What follows belongs to an exercise in optimizing a design on an open flow for small area, a short achievable clock period and few clock cycles per item; a production flow would make more cautious choices. The RTL was checked by simulation tests, not by an equivalence proof against the original design.

Setup of JK:
## ldg_chain
module ldg_chain (
    input  wire         clk,
    input  wire         rst,         
    input  wire         in_valid,
    output wire         in_ready,
    input  wire [1:0]   in_op,       
    input  wire [143:0] in_data,     
    output wire         out_valid,
    input  wire         out_ready,
    output wire [255:0] out_entry    
);
Size: about 4400 cells after synthesis, about 830 flip-flops, ~410 I/O pins, roughly 0.044 mm^2 of cells after synthesis.
==> flow/config.mk <==
export PLATFORM = sky130hd
export DESIGN_NAME = ldg_chain
export DESIGN_NICKNAME = ldg_chain
export VERILOG_FILES = /design/flow/design.v
export SDC_FILE = /design/flow/constraint.sdc
export NUM_CORES = 4
export LEC_CHECK = 0
export CAP_MARGIN = 20
export CORE_MARGIN = 2
export CORE_UTILIZATION = 55
export CTS_BUF_LIST = sky130_fd_sc_hd__clkbuf_16
export CTS_CLUSTER_DIAMETER = 80
export CTS_CLUSTER_SIZE = 20
export PLACE_DENSITY = 0.65
export SLEW_MARGIN = 20
export SETUP_SLACK_MARGIN = 5.45
==> flow/constraint.sdc <==
create_clock -name core_clock -period 10.0 [get_ports {clk}]
set_input_delay 2.0000 -clock core_clock [delete_from_list [all_inputs] [get_ports {clk}]]
set_output_delay 2.0000 -clock core_clock [all_outputs]
set_load 0.01 [all_outputs]
standard.sh (not shown) runs the stock make flow with config.mk's settings and CLKGATE_MAP_FILE= SYNTH_SCRIPT=/design/flow/synth_recipe.tcl, a recipe that flattens the netlist after the stock synthesis.
==> flow/flow/run.sh <==
#!/bin/bash
# Own layout flow: the standard flow (standard.sh: unchanged synthesis and
# steps, the design's clock and constraints), with two changes to how the
# layout is made:
#  - the port buffers that global placement inserts on every input and output
#    are the smallest plain buffer (buf_1) instead of the one buffer_ports
#    picks by itself (clkdlybuf4s50_1, 2.7 times the area);
#  - the timing repair aims for more setup slack than config.mk may ask for
#    (SETUP_SLACK_MARGIN), so that it sizes the round logic for a shorter
#    period. The clock period and the SDC are not changed.
# make's full output goes to flow_make.log in the work folder; each ORFS step
# also writes its own log under orfs/logs/.
set -euo pipefail
export BUFFER_PORTS_ARGS="-buffer_cell sky130_fd_sc_hd__buf_1"
margin=$(cat flow/margin.txt)
if grep -q '^export SETUP_SLACK_MARGIN' config.mk; then
  sed -i "s/^export SETUP_SLACK_MARGIN.*/export SETUP_SLACK_MARGIN = $margin/" config.mk
else
  echo "export SETUP_SLACK_MARGIN = $margin" >> config.mk
fi
cp config.mk config_used.mk
bash standard.sh finish > flow_make.log 2>&1
test -f out/final.def
==> flow/flow/margin.txt <==
5.45
Every stage of the flow completed for JK, and the final layout passed the timing, design-rule and antenna checks.
Testbench counts of JK, summed over its fixed seeds: cycles 24,720, items 384.
Setup changes, JK to MS
--- a/flow/design.v
+++ b/flow/design.v
@@ -797,18 +797,17 @@
     wire last_app = last & amode;
     wire pmove = rot | shift | last_app;
     wire [31:0] p7_in = rot ? p0m : lateld ? dword : fill ? 32'hffffffff : q[8];
     wire [31:0] p0_nxt = busy ? p[1] : p0m;
     integer i;
     always @(posedge clk) begin
-        p[5] <= ({32{last_app}} & a_n) | ({32{pmove & ~last_app}} & p[6]) |
-                ({32{~pmove}} & p[5]);
         if (pmove) begin
             for (i = 0; i < 4; i = i + 1)
                 p[i] <= p[i+1];
             p[4] <= p[5];
+            p[5] <= last_app ? a_n : p[6];
             p[6] <= last_app ? add_bk(IV1, a) : p[7];
             p[7] <= last_app ? add_bk(IV2, b) : p7_in;
         end
         for (i = 8; i < 15; i = i + 1)
             q[i] <= q[i+1];
         q[15] <= tail;
Notes after the runs:
- MS has completed all stages; timing, DRC and antenna checks passed.
- Changes observed in MS relative to JK: area growth from synthesis to layout went up; number of port buffers shows no meaningful change; number of clock-tree buffers in the layout picked up an extra 7.8%; via count of the routed design now larger.
- The run with more routed wire is MS, not JK.
Testbench counts of MS, summed over its fixed seeds: cycles 24,720, items 384.

oak:
ldg_chain, a different RTL version from the one above (not shown whole).
Size: ~4500 cells after synthesis, about 790 flip-flops, roughly 410 I/O pins, roughly 44000 sq um of cells after synthesis.
export LEC_CHECK = 0
export CAP_MARGIN = 20
export CORE_MARGIN = 2
export CORE_UTILIZATION = 55
export CTS_BUF_LIST = sky130_fd_sc_hd__clkbuf_16
export CTS_CLUSTER_DIAMETER = 80
export CTS_CLUSTER_SIZE = 20
export PLACE_DENSITY = 0.65
export SETUP_SLACK_MARGIN = 5
export SLEW_MARGIN = 20
create_clock -name core_clock -period 10.0 [get_ports {clk}]
==> flow/flow/margin.txt <==
5
Scripts as last shown in full above: flow/flow/run.sh
Testbench counts of oak, summed over its fixed seeds: cycles 24,720, items 384.
#### Input delta (pine over oak)
diff --git a/flow/design.v b/flow/design.v
--- a/flow/design.v
+++ b/flow/design.v
@@ -47,12 +47,13 @@
     reg         ovalid;      
     reg         worn;        
     reg  [5:0]  rc;          
     reg  [11:0] seq;         
     reg  [31:0] a, b, c, d, e, f, g;
     reg  [31:0] hkw;         
+    reg  [31:0] kreg;        
     reg  [31:0] p [0:7];     
     reg  [31:0] q [8:15];    
     wire fin   = busy & (gmode ? (rc == 6'd23) : (rc == 6'd0));
     wire last  = fin & ~rst;
     wire ofree = ~ovalid | out_ready;
     wire idle  = ~rst & ~busy & ~acc & in_valid & ofree;
@@ -72,13 +73,13 @@
     wire [63:0] t1c = csa(hkw, ch, S1);
     wire [63:0] ec  = csa(t1c[63:32], t1c[31:0], d);
     wire [31:0] e_n = ec[63:32] + ec[31:0];
     wire [63:0] ac1 = csa(t1c[63:32], t1c[31:0], mj);
     wire [63:0] ac2 = csa(ac1[63:32], ac1[31:0], S0);
     wire [31:0] a_n = ac2[63:32] + ac2[31:0];
-    wire [5:0]  rk = rc;
+    wire [5:0]  rk = rc + 6'd1;
     wire [31:0] kz;
     wire kn39, kn40, kn41, kn42, kn43, kn44, kn45, kn46, kn47, kn48;
     wire kn49, kn50, kn51, kn52, kn53, kn54, kn55, kn56, kn57, kn58;
     wire kn59, kn60, kn61, kn62, kn63, kn64, kn65, kn66, kn67, kn68;
     wire kn69, kn70, kn71, kn72, kn74, kn75, kn76, kn77, kn78, kn79;
     wire kn80, kn81, kn82, kn83, kn84, kn85, kn86, kn87, kn88, kn89;
@@ -740,13 +741,13 @@
     assign kn641 = kn623 & ~kn640;
     assign kn642 = kn638 & kn641;
     assign kz[0] = kn635 & kn642;
     wire [31:0] p0m = p[0] & {32{~(pz | rst)}};
     wire [31:0] p1m = p[1] & {32{~pz}};
     wire [31:0] wn  = (rc <= 6'd7) ? p1m : q[15];
-    wire [63:0] hc  = csa(g, kz, wn);
+    wire [63:0] hc  = csa(g, kreg, wn);
     wire [31:0] hkw_n = hc[63:32] + hc[31:0];
     wire [31:0] ws0 = rotr(p[1], 7) ^ rotr(p[1], 18) ^ (p[1] >> 3);
     wire [31:0] ws1 = rotr(q[14], 17) ^ rotr(q[14], 19) ^ (q[14] >> 10);
     wire [63:0] wc1 = csa(ws1, q[9], ws0);
     wire [63:0] wc2 = csa(wc1[63:32], wc1[31:0], p[0]);
     wire [31:0] wnext = wc2[63:32] + wc2[31:0];
@@ -787,12 +788,13 @@
             p[6] <= last_app ? add_bk(IV1, a) : p[7];
             p[7] <= last_app ? add_bk(IV2, b) : p7_in;
         end
         for (i = 8; i < 15; i = i + 1)
             q[i] <= q[i+1];
         q[15] <= tail;
+        kreg <= (run & ~last) ? kz : 32'h71374491;    
         if (run & ~last) begin
             a   <= a_n;
             b   <= a;
             c   <= b;
             d   <= c;
             e   <= e_n;
[summary]
Delta (pine minus oak): die area up 1300 sq um, hold slack shrank by 0.0041 ns. Compared with oak, ratio of routed vias to standard cells in pine decreased slightly. Average cell area after synthesis (pine over oak): increase, about 0.5%. Going from oak to pine, the total CTS buffers was found to have gone up by 4. Global routing usage summed across all routing layers down 1.8 points in pine wrt oak. | maximum frequency | higher: pine |. Side by side, inverter count turned out lower in pine than in oak. Delta (pine minus oak): number of stages on the worst setup path went down 12%, number of cells on the worst reg-to-reg path has decreased.
Testbench counts of pine, summed over its fixed seeds: cycles 24,720, items 384.

-- static timing again, ports no longer ideal --
In the flow no input, the clock included, has a driving cell. The finished layouts below were timed again as built, in two steps.
Step 1, drivers: a clkbuf_16 drives clk and a buf_2 each remaining input, both assumed.
Step 2 times the ports against the registers' clock, not the clock port: input delays grow and output delays shrink by t, the midpoint of the rising clock arrivals with the driver on.
a / b / c = ideal ports / drivers / drivers and shift; a / b = the first two.
| run | t, ns | slack for setup (ns) | worst setup path at the end | worst data-port slew with drivers (ns) | cell pins on the clock port's net |
|---|---|---|---|---|---|
| JK | 0.710 | 4.951 / 4.951 / 4.891 | input to register | 0.12 | 1 |
| MS | 0.730 | 5.353 / 5.353 / 4.815 | input to register | 0.11 | 1 |
| oak | 0.694 | 4.646 / 4.662 / 3.968 | input to register | 0.07 | 1 |
| pine | 0.718 | 4.838 / 4.851 / 4.133 | input to register | 0.08 | 1 |
After both steps setup and hold are still met in every run listed. For pine, which loses most, drivers alone change the setup slack by +0.013 ns; drivers and shift together by -0.705 ns.
